This design comes from an exercise in tuning for small area, a short achievable clock period and few clock cycles per item on the open sky130 flow, not from production work.
For this run, only the layout was checked, not whether the RTL still works.

[design/flow/run.sh]
#!/bin/bash
# synth_recipe.tcl (not shown) runs the flow's synth.tcl, then flattens the netlist and writes it again
# the make line also repeats each setting of config.mk as NAME=value (left out here)
make -C /OpenROAD-flow-scripts/flow DESIGN_CONFIG=/design/flow/config.mk WORK_HOME=/design/flow/orfs CLKGATE_MAP_FILE= SYNTH_SCRIPT=/design/flow/synth_recipe.tcl finish
[design/flow/config.mk]
export PLATFORM = sky130hd
export DESIGN_NAME = quadrille
export DESIGN_NICKNAME = quadrille
export VERILOG_FILES = /design/flow/design.v
export SDC_FILE = /design/flow/constraint.sdc
export NUM_CORES = 4
export LEC_CHECK = 0
export CAP_MARGIN = 20
export CORE_MARGIN = 2
export CORE_UTILIZATION = 40
export SLEW_MARGIN = 20
[design/flow/constraint.sdc]
create_clock -name core_clock -period 28.0 [get_ports {clk}]
set_input_delay 5.6000 -clock core_clock [delete_from_list [all_inputs] [get_ports {clk}]]
set_output_delay 5.6000 -clock core_clock [all_outputs]
set_load 0.01 [all_outputs]
[design/flow/design.v]
module qdr_mul1 (
    input  wire [39:0] q,
    input  wire [23:0] u,
    output wire [63:0] b
);
    localparam [63:0] C1 = 64'h8C3A5E17B46D92F5;
    function [127:0] csd;            
        input [63:0] c;
        reg   [65:0] x;
        reg   [63:0] p, n;
        integer i;
        begin
            x = {2'b00, c}; p = 64'd0; n = 64'd0;
            for (i = 0; i < 64; i = i + 1) begin
                if (x[0]) begin
                    if (x[1]) begin n[i] = 1'b1; x = x + 66'd1; end
                    else      begin p[i] = 1'b1; x = x - 66'd1; end
                end
                x = x >> 1;
            end
            csd = {n, p};
        end
    endfunction
    localparam [127:0] D1 = csd(C1);
    reg [63:0] acc;
    integer j;
    always @* begin
        acc = {q, 24'd0};
        for (j = 0; j < 64; j = j + 1) begin
            if (D1[j])      acc = acc + ({40'd0, u} << j);
            if (D1[64 + j]) acc = acc - ({40'd0, u} << j);
        end
    end
    assign b = acc;
endmodule
module qdr_tail (
    input  wire [63:0] b,
    output wire [63:0] m
);
    localparam [63:0] C2 = 64'hE7C13B59A2064D8B;
    function [127:0] csd;
        input [63:0] c;
        reg   [65:0] x;
        reg   [63:0] p, n;
        integer i;
        begin
            x = {2'b00, c}; p = 64'd0; n = 64'd0;
            for (i = 0; i < 64; i = i + 1) begin
                if (x[0]) begin
                    if (x[1]) begin n[i] = 1'b1; x = x + 66'd1; end
                    else      begin p[i] = 1'b1; x = x - 66'd1; end
                end
                x = x >> 1;
            end
            csd = {n, p};
        end
    endfunction
    localparam [127:0] D2 = csd(C2);
    wire [63:0] c = b ^ (b >> 29);
    reg  [63:0] d;
    integer j;
    always @* begin
        d = 64'd0;
        for (j = 0; j < 64; j = j + 1) begin
            if (D2[j])      d = d + (c << j);
            if (D2[64 + j]) d = d - (c << j);
        end
    end
    assign m = d ^ (d >> 32);
endmodule
module quadrille (
    input  wire        clk,
    input  wire        rst,
    input  wire        cfg_valid,
    output wire        cfg_ready,
    input  wire [63:0] cfg_seed_lo,
    input  wire [63:0] cfg_seed_hi,
    input  wire [15:0] cfg_dataset_id,
    input  wire [23:0] cfg_epoch,
    input  wire [48:0] cfg_n,
    input  wire        req_valid,
    output wire        req_ready,
    input  wire [47:0] req_pos,
    input  wire        req_inv,
    input  wire [7:0]  req_tag,
    output reg         rsp_valid,
    input  wire        rsp_ready,
    output reg  [7:0]  rsp_tag,
    output reg  [47:0] rsp_index
);
    reg [63:0] p_alo;      
    reg [63:0] p_ahi;      
    reg [47:0] p_pos;
    reg        p_inv;
    reg        p_ok;       
    wire [63:0] x_in = cfg_seed_hi ^ {8'h51, 16'h0000, cfg_dataset_id, cfg_epoch};
    always @(posedge clk) begin
        p_alo <= cfg_seed_lo ^ (cfg_seed_lo >> 31);
        p_ahi <= x_in ^ (x_in >> 31);
        p_pos <= req_pos;
        p_inv <= req_inv;
    end
    reg         kg;             
    reg  [6:0]  kc;             
    reg         cfg_rdy;
    reg         keys_ok;
    reg  [48:0] n_q;
    reg  [4:0]  h_q;            
    reg  [63:0] keys [0:7];     
    reg         ph;             
    reg  [1:0]  act;            
    reg  [1:0]  chk;            
    reg  [23:0] ca [0:1];
    reg  [23:0] cb [0:1];
    reg  [2:0]  crnd [0:1];
    reg  [1:0]  cinv;
    reg  [7:0]  ctag [0:1];
    reg  [63:0] b_q;            
    reg         s2v;            
    reg  [2:0]  s2op;           
    wire [47:0] n_m1 = n_q[47:0] - 48'd1;
    reg  [5:0]  nbits;
    integer     i;
    always @* begin
        nbits = 6'd0;
        for (i = 0; i < 48; i = i + 1)
            if (n_m1[i]) nbits = i[5:0] + 6'd1;
    end
    wire [4:0]  h_new = (nbits <= 6'd2) ? 5'd1 : nbits[5:1] + {4'd0, nbits[0]};
    reg  [23:0] mask;
    always @* begin
        for (i = 0; i < 24; i = i + 1)
            mask[i] = (i < h_q);
    end
    wire [3:0]  kr  = kc[6:3];
    wire [2:0]  ks  = kc[2:0];
    wire [2:0]  krm = kr[2:0] - 3'd1;
    reg [63:0] rca;             
    wire [3:0] rci = {kr[2:0], ks[2]};
    always @* begin
        case (rci)
            4'd0:  rca = 64'h9E3779B843248F67;
            4'd1:  rca = 64'h3C6EF37286491ECF;
            4'd2:  rca = 64'hDAA66D2DC893AE67;
            4'd3:  rca = 64'h78DDE6E50C923D9F;
            4'd4:  rca = 64'h1715609F525EAD57;
            4'd5:  rca = 64'hB54CDA5991275CCF;
            4'd6:  rca = 64'h53845412DC01CCB7;
            4'd7:  rca = 64'hF1BBCDCA19247B3F;
            4'd8:  rca = 64'h8FF347846678D3B7;
            4'd9:  rca = 64'h2E2AC13EA4BD5AAF;
            4'd10: rca = 64'hCC623AF9E0F72117;
            4'd11: rca = 64'h6A99B4B1224EB99F;
            4'd12: rca = 64'h08D12E6B676A11C7;
            4'd13: rca = 64'hA708A825B803996F;
            4'd14: rca = 64'h454021DEFFDD0687;
            default: rca = 64'hE3779B963248F67F;
        endcase
    end
    wire [63:0] ka = (ks[2] ? p_ahi : p_alo) ^ rca;
    wire kg_m    = kg && !kr[3] && (ks != 3'd3) && (ks != 3'd4);
    wire [1:0] kstep = (ks == 3'd0 || ks == 3'd5) ? 2'd0 :
                       (ks == 3'd1 || ks == 3'd6) ? 2'd1 : 2'd2;
    wire kg_qa   = kg && (kr != 4'd0) && (kr[3] ? ks == 3'd1 : ks == 3'd3);
    wire kg_qb   = kg && (kr != 4'd0) && (kr[3] ? ks == 3'd2 : ks == 3'd4);
    wire kg_end  = kg && kr[3] && ks == 3'd2;
    wire [2:0]  rk    = cinv[ph] ? ~crnd[ph] : crnd[ph];
    wire [2:0]  kidx  = kg ? krm : rk;
    wire [63:0] key   = keys[kidx];
    wire [23:0] cb_s  = cb[ph];
    reg  [23:0] u1;
    reg  [39:0] q1;
    always @* begin
        if (!kg) begin
            u1 = key[23:0] ^ cb_s;
            q1 = key[63:24];
        end else if (kg_m) begin
            u1 = (kstep == 2'd0) ? {8'd0, ka[63:48]} :
                 (kstep == 2'd1) ? ka[47:24] : ka[23:0];
            q1 = (kstep == 2'd0) ? 40'd0 : b_q[39:0];
        end else begin
            u1 = kg_qa ? {8'd0, key[63:48]} : key[47:24];
            q1 = kg_qa ? 40'd0 : b_q[39:0];
        end
    end
    wire [63:0] b_n;
    qdr_mul1 u_mul1 (.q(q1), .u(u1), .b(b_n));
    wire [63:0] m;
    qdr_tail u_tail (.b(b_q), .m(m));
    wire        q2   = ~ph;                       
    wire [23:0] f    = m[23:0] & mask;
    wire [63:0] kx   = key ^ m;                   
    wire [63:0] ak   = kx ^ (kx >> 31);
    wire        sinv = cinv[ph];
    wire [23:0] jhi  = sinv ? cb[ph] : ca[ph];
    wire [23:0] jlo  = sinv ? ca[ph] : cb[ph];
    wire [47:0] y    = ({24'd0, jhi} << h_q) | {24'd0, jlo};
    wire        y_in = ({1'b0, y} < n_q);
    wire        retire = keys_ok && act[ph] && chk[ph] && y_in && !rsp_valid;
    wire        go     = keys_ok && act[ph] && (!chk[ph] || !y_in);
    wire        lctx   = act[0];                  
    wire        req_go = keys_ok && p_ok && !(act[0] && act[1]);
    assign req_ready = req_go;
    assign cfg_ready = cfg_rdy;
    wire [23:0] sp_l = p_pos >> h_q;
    wire [23:0] sp_r = p_pos[23:0] & mask;
    integer k;
    always @(posedge clk) begin
        if (rst) begin
            kg      <= 1'b0;
            kc      <= 7'd0;
            cfg_rdy <= 1'b0;
            keys_ok <= 1'b0;
            act     <= 2'b00;
            chk     <= 2'b00;
            s2v     <= 1'b0;
            s2op    <= 3'd0;
            p_ok    <= 1'b0;
            rsp_valid <= 1'b0;
            ph      <= 1'b0;
        end else begin
            ph   <= ~ph;
            p_ok <= req_valid && !req_go;
            if (cfg_rdy) begin
                cfg_rdy <= 1'b0;
                keys_ok <= 1'b1;
            end else if (!kg && cfg_valid) begin
                kg      <= 1'b1;
                kc      <= 7'd0;
                keys_ok <= 1'b0;
                n_q     <= cfg_n;
            end else if (kg) begin
                kc   <= kc + 7'd1;
                h_q  <= h_new;
                if (kg_end) begin
                    kg      <= 1'b0;
                    cfg_rdy <= 1'b1;
                end
            end
            s2op <= 3'd0;
            if (kg_m && kstep == 2'd2) s2op <= ks[2] ? 3'd2 : 3'd1;
            if (kg_qb)                 s2op <= 3'd3;
            case (s2op)
                3'd1: keys[kr[2:0]] <= m;                          
                3'd2: keys[krm]     <= ak;                         
                3'd3: keys[krm][63:24] <= b_q[39:0];               
                default: ;
            endcase
            b_q <= b_n;
            s2v <= go;
            if (keys_ok && act[ph] && chk[ph] && (go || retire))
                chk[ph] <= 1'b0;
            if (retire) begin
                act[ph]   <= 1'b0;
                rsp_valid <= 1'b1;
                rsp_tag   <= ctag[ph];
                rsp_index <= y;
            end else if (rsp_valid && rsp_ready)
                rsp_valid <= 1'b0;
            if (s2v) begin
                ca[q2]   <= cb[q2];
                cb[q2]   <= ca[q2] ^ f;
                crnd[q2] <= crnd[q2] + 3'd1;
                if (crnd[q2] == 3'd7) chk[q2] <= 1'b1;
            end
            if (req_go) begin
                act[lctx]  <= 1'b1;
                chk[lctx]  <= 1'b0;
                ca[lctx]   <= p_inv ? sp_r : sp_l;
                cb[lctx]   <= p_inv ? sp_l : sp_r;
                crnd[lctx] <= 3'd0;
                cinv[lctx] <= p_inv;
                ctag[lctx] <= req_tag;
            end
        end
    end
endmodule
==> run_results.csv <==
group,metric,value,unit
outcome,outcome,"no timing/DRC/antenna violations",
timing,slew_violations,0,
grt,grt_util_all_layers,27.7,%
yosys,synth_area_leaders,"edfxtp_1 (27%), fa_1 (22%), ha_1 (8.5%)",
placed_design,place_congestion,1.02,
layout,syn2layout_area_growth,12.8,%
critical_path,path_buf_inv,8,
timing,slew_headroom,13.6,%
floorplan,start_util,40.2,%
yosys,synth_edf_count,800,
layout,num-fill-cells,21000,
drt,avgViaCountPerCell,5.60,
critical_path,critical_path.max_stage_delay,0.89,ns
grt,antenna_found_initial,11,
floorplan,die_w,480,µm
flow_run,max_cap_viol_count,0,
drt,drt-wirelength-per-cell,26.7,µm
timing,max_freq,80.6,MHz
drt,wl,321000,µm
clocking,cts_made_buffers,117,
floorplan,dieArea,230000,µm²
timing,finalHoldViolCount,0,
critical_path,path_common_cell,"inv_1",
yosys,avgSynthCellArea,10.5,µm²
clocking,htree_levels,3,
floorplan,core_area,225000,µm²
timing,worst_clock_skew,0.103,ns
critical_path,crit_fanout,165,
critical_path,required,28.49,ns
yosys,postSynthCellCount,8636,
timing,min_period_over_period,44.3,%
layout,regArea,29200,µm²
clocking,cts_sinks,1056,
layout,drive_gt1_share,6.92,%
clocking,postCtsHoldBufs,0,
clocking,cts_tree,"built",
drt,drt_iter0_markers,7245,
timing,worst_pin_slew,1.30,ns
drt,vias,67500,
grt,overflow,0,
placed_design,portBuffers,337,
yosys,synth_fp_nets,10500,
yosys,yosysTopAreaCellShare,26.6,%
yosys,yosys.area.top_type,"edfxtp_1",
placed_design,dpl.hpwl,249000,µm
clocking,cts_setup_buffers,0,
timing,whs,0.546,ns
yosys,synthDistinctLibCells,92,
worst_hold_path,hold_path_class,"reg2reg",
clocking,cts_resized,0,
timing,rsz0062_at_grt,"false",
worst_hold_path,hold_path.startpoint,"ctag[0][1]",
grt,grt_pass1_vias,67400,
drt,drc,0,
floorplan,die_h,480,µm
layout,nNetsFinal,10800,
clocking,clk_pin_slew_worst_paths,0.07,ns
floorplan,ios,338,
critical_path,critPathArrivalTime,12.90,ns
clocking,clock-root-buffer,"clkbuf_16",
critical_path,regToRegSetupSlack,15.59,ns
yosys,synthArstFlopShare,0,%
layout,design_area,102000,µm²
layout,multi_input_area,55100,µm²
clocking,cts_buffer_depth,3,
drt,ant_nets,0,
yosys,synth_area,90500,µm²
yosys,ys_seq_area_share,32.2,%
yosys,synth_top_flop_cell,"edfxtp_1",
grt,grt_pass1_wl,466000,µm
floorplan,rows,174,
drt,firstDrtPassIters,8,
critical_path,worstSetupPathType,"reg2reg",
grt,grt_max_degree,166,
timing,finalCriticalPeriod,12.41,ns
timing,setup_violations,0,
clocking,clock_latency,0.85,ns
critical_path,cpLargestDelayFamily,"compound AO/OA/AOI/OAI gates",
timing,setup_tns,0,ns
critical_path,worstSetupStartpointType,"flip-flop",
critical_path,end_kind,"flip-flop",
critical_path,cpMaxStageDelayCell,"o41ai_1",
placed_design,placed_area,98100,µm²
yosys,yosys_warnings,3,
yosys,ys_ff_latch,1056,
## kinds of logic after synthesis
family          share of synthesized area [%]
xor+xnor                                 5.68
compound gates                           9.92
fa+ha+maj                                30.5
buf+inv                                  7.33
mux                                      5.93
simple gates                             8.40
flops                                    32.2
## sequential cells by signal, summed over array words and instances (netlist names), 49 cells and up, named ones only
| signal | flops |
|---|---|
| n_q | 49 |
| p_alo | 64 |
| b_q | 64 |
| p_ahi | 64 |
| rca | 53 |
| keys | 512 |
## synthesized netlist by cell type (all sizes together) (32+ instances only)
library cell and instances:
inv 1411, fa 996, edfxtp 800, nand2 800
ha 614, xnor2 395, nor2 393, a21oi 391
o21ai 373, mux2i 337, dfxtp 256, clkbuf 223
xor2 189, nand3 151, mux2 119, a211oi 109
buf 105, a21o 100, a31oi 91, nor3 76
and3 71, o22ai 48, nand4 41, nand2b 39
o211ai 36, o21a 33, nor2b 32
## cells in the final DEF, fill, tap and decap left out, drive strengths merged, types with 24 or more instances in the layout
cell type | synthesis | layout
clkbuf | 223 | 142
o22ai | 48 | 48
nand3 | 151 | 151
inv | 1411 | 1425
nand2b | 39 | 39
xnor2 | 395 | 395
nor2b | 32 | 32
mux2i | 337 | 337
nand4 | 41 | 41
nor2 | 393 | 393
and2 | 31 | 31
ha | 614 | 614
mux4 | 29 | 29
a21oi | 391 | 391
fa | 996 | 996
o221ai | 24 | 24
dfxtp | 256 | 256
nand2 | 800 | 800
mux2 | 119 | 119
a21o | 100 | 100
o21ai | 373 | 373
and3 | 71 | 71
o31ai | 29 | 29
or3 | 29 | 29
xor2 | 189 | 189
buf | 105 | 189
a211oi | 109 | 109
nor3 | 76 | 76
clkdlybuf4s50 | 0 | 336
o211ai | 36 | 36
a22oi | 27 | 27
edfxtp | 800 | 800
a31oi | 91 | 91
clkinv | 2 | 47
o21a | 33 | 33
## stage by stage
step / util [%] / worst slack (ns) / std cells
2_1_floorplan: - / 17.05 / 8636
6_report: 45.4 / 15.59 / 12000
3_5_place_dp: 43.6 / 16.01 / 11800
4_1_cts: 45.4 / 15.83 / 12000
5_1_grt: 45.4 / 14.95 / 12000
3_3_place_gp: 43.6 / 16.09 / 11800
## area by class of cell
type                            count  area share [%]
Clock inverter                     75           0.828
Tap cell                         2992            3.67
Timing Repair Buffer              525            4.72
Multi-Input combinational cell   5839            54.0
Antenna cell                        7          0.0172
Inverter                         1413            5.20
Sequential cell                  1056            28.6
Clock buffer                      142            3.02
## path summary, 6_finish.rpt
kind / to / depth (start not counted)
setup / recovery: b_q[63] / 35
hold / removal: rsp_tag[1] / 1
setup reg to reg: b_q[63] / 35
hold reg to reg: rsp_tag[1] / 1
## metal layers
metal	wire length, µm	global-route usage (%)	share of wire [%]	vias to the layer above
met5	58	0	0.018	-
met4	16100	11.8	5.0	10
met2	140000	41.5	43	3479
li1	-	-	-	29600
met3	34200	7.49	11	613
met1	131000	37.7	41	33800
## worst reg2reg max path, delay by kind of cell (launching register included)
| kind | cells | cell delay [ns] |
|---|---|---|
| and+or+nand+nor | 3 | 0.82 |
| buffers and inverters | 8 | 2.31 |
| DFF | 1 | 0.32 |
| muxes | 1 | 0.64 |
| adders and majority gates | 7 | 2.99 |
| AOI/OAI and AO/OA | 14 | 4.55 |
| xor gates and xnor gates | 2 | 0.43 |

==> port drivers added, routing unchanged <==
The flow's constraints put no driver on any port. The routed layout listed below was extracted and timed again, unchanged, in two steps. Step 1, drivers: a clkbuf_16 drives clk and a buf_2 each remaining input, both assumed. Step 2 times the ports against the registers' clock, not the clock port: input delays grow and output delays shrink by t, the midpoint of the rising clock arrivals with the driver on. a / b / c = no drivers / after step 1 / after step 2; a / b = the first two.
t, ns: 0.885
slack for setup (ns): 15.588 / 15.588 / 15.588
hold slack, ns: 0.546 / 0.546 / 0.546
worst register clock-pin slew, ns: 0.08 / 0.08
worst slew at a driven data input, ns: 0.09
After both steps setup and hold are still met in this run. The setup slack of this run moves by 0.000 ns with the drivers and by 0.000 ns with both steps.
